Source: an optimization exercise on an open RTL-to-GDS flow (aim: small area, a short achievable clock period and few clock cycles per item). Production flows keep margins and buffers that such runs may drop.
The RTL was checked by simulation tests, not by an equivalence proof against the original design.

==> design.v <==
module comp_blend (
    input  wire         clk,
    input  wire         rst,          
    input  wire         in_valid,
    output wire         in_ready,
    input  wire [7:0]   l_en,         
    input  wire [63:0]  z_order,      
    input  wire [79:0]  g_alpha,      
    input  wire [35:0]  bg_colour,    
    input  wire [9:0]   bg_alpha,     
    input  wire [1:0]   depth_sel,    
    input  wire [1:0]   rot,          
    input  wire [2:0]   x_lo,         
    input  wire [2:0]   y_lo,         
    input  wire [287:0] l_colour,     
    input  wire [79:0]  l_alpha,      
    input  wire [7:0]   l_inside,     
    output wire         out_valid,
    input  wire         out_ready,
    output reg  [11:0]  out_c0,       
    output reg  [11:0]  out_c1,       
    output reg  [11:0]  out_c2,       
    output reg  [9:0]   out_alpha,    
    output reg  [9:0]   out_key       
);
    function [11:0] div1023;
        input [21:0] n;
        reg   [23:0] t;
        begin
            t = {1'b0, n, 1'b0} + 24'd1023;
            div1023 = t / 24'd2046;
        end
    endfunction
    function [5:0] dmat;
        input [2:0] u;
        input [2:0] w;
        reg [47:0] row;
        begin
            case (w)
                3'd0: row = {6'd42, 6'd10, 6'd34, 6'd2,  6'd40, 6'd8,  6'd32, 6'd0 };
                3'd1: row = {6'd26, 6'd58, 6'd18, 6'd50, 6'd24, 6'd56, 6'd16, 6'd48};
                3'd2: row = {6'd38, 6'd6,  6'd46, 6'd14, 6'd36, 6'd4,  6'd44, 6'd12};
                3'd3: row = {6'd22, 6'd54, 6'd30, 6'd62, 6'd20, 6'd52, 6'd28, 6'd60};
                3'd4: row = {6'd41, 6'd9,  6'd33, 6'd1,  6'd43, 6'd11, 6'd35, 6'd3 };
                3'd5: row = {6'd25, 6'd57, 6'd17, 6'd49, 6'd27, 6'd59, 6'd19, 6'd51};
                3'd6: row = {6'd37, 6'd5,  6'd45, 6'd13, 6'd39, 6'd7,  6'd47, 6'd15};
                default: row = {6'd21, 6'd53, 6'd29, 6'd61, 6'd23, 6'd55, 6'd31, 6'd63};
            endcase
            dmat = row[u*6 +: 6];
        end
    endfunction
    function [11:0] reduce;
        input [11:0] v;
        input [3:0]  t;
        input [1:0]  dsel;
        reg   [12:0] s;
        begin
            s = {1'b0, v} + {9'd0, t};
            case (dsel)
                2'd1:    reduce = s[12] ? 12'hFFC : {s[11:2], 2'b00};
                2'd2:    reduce = s[12] ? 12'hFF0 : {s[11:4], 4'b0000};
                default: reduce = v;
            endcase
        end
    endfunction
    localparam S_IDLE  = 2'd0;
    localparam S_BLEND = 2'd1;
    localparam S_FIN   = 2'd2;
    localparam S_OUT   = 2'd3;
    reg [1:0] state;
    reg [2:0] step;
    reg [7:0]   c_en;
    reg [63:0]  c_z;
    reg [79:0]  c_g;
    reg [1:0]   c_dsel;
    reg [1:0]   c_rot;
    reg [2:0]   c_x;
    reg [2:0]   c_y;
    reg [287:0] c_col;
    reg [79:0]  c_p;
    reg [7:0]   c_in;
    reg [11:0] d0, d1, d2;
    reg [9:0]  acc_a;
    assign in_ready  = (state == S_IDLE);
    assign out_valid = (state == S_OUT);
    reg [2:0] rank [0:7];
    integer i, j;
    always @* begin
        for (i = 0; i < 8; i = i + 1) begin
            rank[i] = 3'd0;
            for (j = 0; j < 8; j = j + 1)
                if ((c_z[8*j +: 8] < c_z[8*i +: 8]) ||
                    ((c_z[8*j +: 8] == c_z[8*i +: 8]) && (j < i)))
                    rank[i] = rank[i] + 3'd1;
        end
    end
    reg [2:0] sel;
    integer k;
    always @* begin
        sel = 3'd0;
        for (k = 0; k < 8; k = k + 1)
            if (rank[k] == step)
                sel = k[2:0];
    end
    wire [9:0]  s_g   = c_g[10*sel +: 10];
    wire [9:0]  s_p   = c_p[10*sel +: 10];
    wire [35:0] s_col = c_col[36*sel +: 36];
    wire        s_on  = c_en[sel] & c_in[sel];
    wire [11:0] a_full = div1023(s_p * s_g);
    wire [9:0]  a_k    = s_on ? a_full[9:0] : 10'd0;
    wire [9:0]  na_k   = 10'd1023 - a_k;
    wire [11:0] nd0 = div1023(a_k * s_col[35:24] + na_k * d0);
    wire [11:0] nd1 = div1023(a_k * s_col[23:12] + na_k * d1);
    wire [11:0] nd2 = div1023(a_k * s_col[11:0]  + na_k * d2);
    wire [11:0] na_over = div1023(na_k * acc_a);
    wire [9:0]  nacc = a_k + na_over[9:0];
    reg [2:0] du, dw;
    always @* begin
        case (c_rot)
            2'd0: begin du = c_x;        dw = c_y;        end
            2'd1: begin du = 3'd7 - c_y; dw = c_x;        end
            2'd2: begin du = 3'd7 - c_x; dw = 3'd7 - c_y; end
            default: begin du = c_y;     dw = 3'd7 - c_x; end
        endcase
    end
    wire [5:0] m_val = dmat(du, dw);
    reg  [3:0] thr;
    always @* begin
        case (c_dsel)
            2'd1:    thr = {2'b00, m_val[5:4]};    
            2'd2:    thr = m_val[5:2];             
            default: thr = 4'd0;
        endcase
    end
    wire [11:0] key_full = div1023(10'd876 * acc_a);
    always @(posedge clk) begin
        if (rst) begin
            state <= S_IDLE;
            step  <= 3'd0;
        end else begin
            case (state)
                S_IDLE: if (in_valid) begin
                    c_en   <= l_en;
                    c_z    <= z_order;
                    c_g    <= g_alpha;
                    c_dsel <= depth_sel;
                    c_rot  <= rot;
                    c_x    <= x_lo;
                    c_y    <= y_lo;
                    c_col  <= l_colour;
                    c_p    <= l_alpha;
                    c_in   <= l_inside;
                    d0     <= bg_colour[35:24];
                    d1     <= bg_colour[23:12];
                    d2     <= bg_colour[11:0];
                    acc_a  <= bg_alpha;
                    step   <= 3'd0;
                    state  <= S_BLEND;
                end
                S_BLEND: begin
                    d0    <= nd0;
                    d1    <= nd1;
                    d2    <= nd2;
                    acc_a <= nacc;
                    step  <= step + 3'd1;
                    if (step == 3'd7)
                        state <= S_FIN;
                end
                S_FIN: begin
                    out_c0    <= reduce(d0, thr, c_dsel);
                    out_c1    <= reduce(d1, thr, c_dsel);
                    out_c2    <= reduce(d2, thr, c_dsel);
                    out_alpha <= acc_a;
                    out_key   <= 10'd64 + key_full[9:0];
                    state     <= S_OUT;
                end
                default: if (out_ready)
                    state <= S_IDLE;
            endcase
        end
    end
endmodule
==> run.sh <==
#!/bin/bash
# synth_recipe.tcl (not shown) runs the flow's synth.tcl, then flattens the netlist and writes it again
# the make line also repeats each setting of config.mk as NAME=value (left out here)
make -C /OpenROAD-flow-scripts/flow DESIGN_CONFIG=/design/flow/config.mk WORK_HOME=/design/flow/orfs CLKGATE_MAP_FILE= SYNTH_SCRIPT=/design/flow/synth_recipe.tcl finish
==> config.mk <==
export PLATFORM = sky130hd
export DESIGN_NAME = comp_blend
export DESIGN_NICKNAME = comp_blend
export VERILOG_FILES = /design/flow/design.v
export SDC_FILE = /design/flow/constraint.sdc
export NUM_CORES = 4
export LEC_CHECK = 0
export CAP_MARGIN = 20
export CORE_MARGIN = 2
export CORE_UTILIZATION = 40
export SETUP_SLACK_MARGIN = 4
export SLEW_MARGIN = 20
==> constraint.sdc <==
create_clock -name core_clock -period 50.0 [get_ports {clk}]
set_input_delay 10.0000 -clock core_clock [delete_from_list [all_inputs] [get_ports {clk}]]
set_output_delay 10.0000 -clock core_clock [all_outputs]
set_load 0.01 [all_outputs]
==> run_summary.xml <==
<?xml version="1.0" encoding="UTF-8"?>
<metrics>
  <group name="status">
    <metric name="outcome" unit="">finished clean</metric>
  </group>
  <group name="floorplan">
    <metric name="start_util" unit="%">40.1</metric>
    <metric name="die_area" unit="sq um">247000</metric>
    <metric name="design.core.area" unit="sq um">243000</metric>
    <metric name="chipHeight" unit="microns">497</metric>
    <metric name="x_dimension_of_the_die" unit="microns">497</metric>
    <metric name="std_cell_rows" unit="">181</metric>
    <metric name="io-pin-count" unit="">646</metric>
  </group>
  <group name="cts">
    <metric name="cts_hold_buf" unit="">0</metric>
    <metric name="cts-buffers-inserted" unit="">77</metric>
    <metric name="clk_transition_reported_paths" unit="ns">0.07</metric>
    <metric name="worst_skew_pair.late_latency" unit="ns">0.76</metric>
    <metric name="clockRootBuffer" unit="">sky130_fd_sc_hd__clkbuf_16</metric>
    <metric name="cts_num_sinks" unit="">643</metric>
    <metric name="htreeDepth" unit="">3</metric>
    <metric name="clock_tree_from_tritoncts" unit="">done</metric>
    <metric name="clockBufferDepth" unit="">3</metric>
  </group>
  <group name="worst_setup_path">
    <metric name="critPathMaxStageDelay" unit="ns">0.61</metric>
    <metric name="crit_top_cell" unit="">sky130_fd_sc_hd__fa_1</metric>
    <metric name="timing.critical_path.from_type" unit="">register</metric>
    <metric name="critical_path.slowest_cell" unit="">sky130_fd_sc_hd__or4_4</metric>
    <metric name="crit_path_end" unit="">d2[0]</metric>
    <metric name="worst-path-max-fanout" unit="">32</metric>
    <metric name="worstPathArrival" unit="ns">44.57</metric>
    <metric name="required" unit="ns">50.50</metric>
    <metric name="r2r_slack" unit="ns">5.93</metric>
    <metric name="setup.worst_path.class" unit="">register to register</metric>
    <metric name="r2r-start" unit="">c_z[61]</metric>
    <metric name="reg2reg_to" unit="">d2[0]</metric>
    <metric name="worstSetupStartpoint" unit="">c_z[61]</metric>
    <metric name="crit_path_end_kind" unit="">register</metric>
    <metric name="worstRegToRegCells" unit="">157</metric>
  </group>
  <group name="placed_design">
    <metric name="globalplace.congestion" unit="">0.931</metric>
    <metric name="port_buffers" unit="">643</metric>
    <metric name="hpwlAfterDp" unit="mm">283</metric>
    <metric name="placed_cell_area" unit="sq um">113000</metric>
  </group>
  <group name="timing">
    <metric name="final_max_slew_viol_count" unit="">0</metric>
    <metric name="clock.fmax" unit="MHz">22.7</metric>
    <metric name="period_minus_slack" unit="ns">44.07</metric>
    <metric name="report.final.setup_viol" unit="">0</metric>
    <metric name="totalNegativeSetupSlack" unit="ns">0</metric>
    <metric name="number_of_endpoints_with_negative_hold_slack_in_the_final_report" unit="">0</metric>
    <metric name="worst_slew_pin_slew" unit="ns">1.14</metric>
    <metric name="timing.clock.skew" unit="ns">0.0736</metric>
    <metric name="max-slew-margin-rel" unit="%">23.5</metric>
    <metric name="rsz0062_at_grt" unit="">yes</metric>
    <metric name="fin_crit_sh" unit="%">88.1</metric>
  </group>
  <group name="logic_synthesis">
    <metric name="postSynth.topFlopCell" unit="">sky130_fd_sc_hd__edfxtp_1</metric>
    <metric name="synth_top_family_by_area" unit="">adder cells</metric>
    <metric name="synthXorXnorAreaFrac" unit="%">6.55</metric>
    <metric name="synthesis_stage_register_bit_count" unit="">643</metric>
    <metric name="ys_warn_count" unit="">2</metric>
    <metric name="synth_sequential_area_ratio" unit="%">19.8</metric>
    <metric name="synth_compound_gate_area_share" unit="%">18.6</metric>
    <metric name="async_flop_share" unit="%">0</metric>
    <metric name="yosys.area.top_type" unit="">sky130_fd_sc_hd__edfxtp_1</metric>
    <metric name="synth.cell_area" unit="sq um">97300</metric>
    <metric name="post_synth_fa_ha_maj_area_fraction" unit="%">25.0</metric>
    <metric name="muxShareOfSynthArea" unit="%">3.86</metric>
    <metric name="netlist.area_leader.share" unit="%">19.7</metric>
    <metric name="yosysUniqueCellTypes" unit="">157</metric>
    <metric name="number_of_synthesized_flops_with_an_enable_pin" unit="">638</metric>
    <metric name="post_synth_inst_count" unit="">11300</metric>
    <metric name="avgSynthCellArea" unit="sq um">8.65</metric>
    <metric name="synthesis.nets" unit="">13300</metric>
    <metric name="yosys-top-cells-area" unit="">sky130_fd_sc_hd__edfxtp_1 (20%), sky130_fd_sc_hd__fa_1 (15%), sky130_fd_sc_hd__ha_1 (9.9%)</metric>
    <metric name="synth_simple_gate_area_share" unit="%">20.1</metric>
  </group>
  <group name="routing">
    <metric name="wl_per_cell" unit="microns">22.3</metric>
    <metric name="drt-total-wl" unit="mm">352</metric>
    <metric name="via_per_inst" unit="">5.80</metric>
    <metric name="first_iter_violations" unit="">6853</metric>
    <metric name="detail_route.drc_violations" unit="">0</metric>
    <metric name="routed-via-count" unit="">91500</metric>
    <metric name="detail-route-antenna-nets" unit="">0</metric>
    <metric name="firstDrtPassIters" unit="">6</metric>
  </group>
  <group name="cells_and_area">
    <metric name="multi_input_comb_area" unit="sq um">73400</metric>
    <metric name="mostFrequentLayoutCell" unit="">sky130_fd_sc_hd__nand2_1</metric>
    <metric name="finish.net_count" unit="">14600</metric>
    <metric name="final-seq-area" unit="sq um">19300</metric>
    <metric name="fraction_of_layout_instances_using_a_drive_strength_above_1" unit="%">13.4</metric>
    <metric name="most-common-layout-cells" unit="">sky130_fd_sc_hd__nand2_1 (1115), sky130_fd_sc_hd__inv_1 (1079), sky130_fd_sc_hd__nor2_1 (947), sky130_fd_sc_hd__buf_4 (921), sky130_fd_sc_hd__ha_1 (767)</metric>
    <metric name="synthToLayoutAreaGrowth" unit="%">20.2</metric>
    <metric name="stdcell_area" unit="sq um">117000</metric>
    <metric name="filler_cell_count" unit="">23100</metric>
  </group>
  <group name="job">
    <metric name="cap_violations" unit="">0</metric>
  </group>
  <group name="global_route">
    <metric name="grt_start_max_net_pins" unit="">180</metric>
    <metric name="track_usage" unit="%">27.6</metric>
    <metric name="global_route.usage.met1" unit="%">33.8</metric>
    <metric name="grt_first_pass_wirelength" unit="mm">539</metric>
    <metric name="antenna_violations_before_repair" unit="">37</metric>
    <metric name="gr-usage-met2" unit="%">47.5</metric>
    <metric name="first_global_vias" unit="">93100</metric>
    <metric name="globalRoute.busiestLayer" unit="">met2</metric>
    <metric name="grt_use_met3" unit="%">4.69</metric>
    <metric name="grt-ovfl-total" unit="">0</metric>
  </group>
  <group name="worst_hold_path">
    <metric name="hold_path.class" unit="">register to register</metric>
    <metric name="hold_critical_path_depth" unit="">2</metric>
  </group>
</metrics>
-- worst min-delay path by stage --
stage	slack, ns	to	start
finish	0.57	state[1]	state[1]
CTS	0.57	state[1]	state[1]
global placement	0.54	state[1]	state[1]
detailed placement	0.56	state[1]	state[1]
global route	0.62	state[1]	state[1]
floorplan	0.48	out_alpha[3]	acc_a[3]
-- kinds of logic after synthesis --
kind of cell	after synthesis
xor+xnor	704
compound gates	2536
simple gates	3987
flops	643
mux	357
buf+inv	1525
fa+ha+maj	1504
-- timing repair --
item,4_1_cts,5_1_grt
cloned,0,2
hold endpoints to repair,0,0
endpoints found under the setup margin,19,22
gates resized for setup,29,194
setup buffers,9,36
pin swaps,4,16
-- worst max-delay path, delay by kind of cell (launching register included) --
kind	cells	cell delay [ns]
AO/OA/AOI/OAI	64	15.97
AND/OR/NAND/NOR	41	12.82
adder cells (fa/ha/maj)	21	8.86
buffers and inverters	20	2.78
XOR/XNOR	6	1.54
multiplexers	5	1.39
flip-flops	1	0.37
-- sequential cells by signal, summed over array words and instances, names as in the netlist --
register   count
c_col        288
c_g           80
c_p           80
c_z           64
d0            12
d1            12
d2            12
out_c0        12
out_c1        12
out_c2        12
acc_a         10
out_alpha     10
out_key       10
c_en           8
c_in           8
step           3
c_dsel         2
c_rot          2
c_x            2
c_y            2
state          2
-- Yosys cell counts (107+ instances only) --
cell	n
sky130_fd_sc_hd__nand2_1	1130
sky130_fd_sc_hd__inv_1	1082
sky130_fd_sc_hd__nor2_1	957
sky130_fd_sc_hd__ha_1	769
sky130_fd_sc_hd__fa_1	731
sky130_fd_sc_hd__edfxtp_1	638
sky130_fd_sc_hd__a21oi_1	492
sky130_fd_sc_hd__xnor2_1	466
sky130_fd_sc_hd__o21ai_0	411
sky130_fd_sc_hd__nand3_1	321
sky130_fd_sc_hd__clkbuf_1	304
sky130_fd_sc_hd__nor3_1	300
sky130_fd_sc_hd__mux2i_1	228
sky130_fd_sc_hd__xor2_1	221
sky130_fd_sc_hd__and2_1	216
sky130_fd_sc_hd__and3_1	171
sky130_fd_sc_hd__a31oi_1	155
sky130_fd_sc_hd__or3_1	150
sky130_fd_sc_hd__nand4_1	125
sky130_fd_sc_hd__mux2_2	122
sky130_fd_sc_hd__a21o_1	107
sky130_fd_sc_hd__o211ai_1	107
-- through the flow --
step	std cells	utilization, %	hold WS, ns	setup WS (ns)
floorplan	11300	-	0.482	7.55
global route	15800	48.2	0.623	3.79
CTS	15700	47.7	0.571	4.07
finish	15800	48.2	0.570	5.93
detailed placement	15600	46.6	0.559	1.97
global placement	15600	46.6	0.538	2.54
-- layer usage --
| layer | up-vias | wire, microns |
|---|---|---|
| met5 | - | 178 |
| met4 | 26 | 16700 |
| met3 | 621 | 24100 |
| met2 | 3155 | 169000 |
| met1 | 44900 | 141000 |
| li1 | 42800 | - |
-- final cells by class --
class	count	area share, %
Inverter	1097	3.53
Tap cell	3202	3.43
Timing Repair Buffer	1581	11.6
Clock buffer	88	1.68
Multi-Input combinational cell	9090	62.7
Antenna cell	16	0.0342
Clock inverter	52	0.493
Sequential cell	643	16.5
Testbench counts, summed over its fixed seeds: cycles 26,400, items 2,400.

-- re-timing with driven ports --
Ports are ideal in the flow. The routed layout listed here was re-timed in OpenROAD.
Step 1 (the two cells are an assumption about what drives the block):
set clk [get_ports {clk}]
set_driving_cell -lib_cell sky130_fd_sc_hd__clkbuf_16 $clk
set_driving_cell -lib_cell sky130_fd_sc_hd__buf_2 [delete_from_list [all_inputs] $clk]
Step 2 adds t to the input delays and takes it off the output delays; t is the mean of the earliest and latest rising clock arrival at the registers after step 1. Input paths then give back, and output paths get back, about the clock's delay inside the block.
a / b / c = ideal ports / drivers / drivers and shift; a / b = the first two.
t, ns: 0.823
setup slack, ns: 5.926 / 5.926 / 5.926
worst hold slack (ns): 0.570 / 0.570 / 0.570
slew at the worst register clock pin (ns): 0.07 / 0.07
worst data-port slew with drivers (ns): 0.17
After both steps setup and hold are still met in this run. For this run, drivers alone change the setup slack by 0.000 ns; drivers and shift together by 0.000 ns.
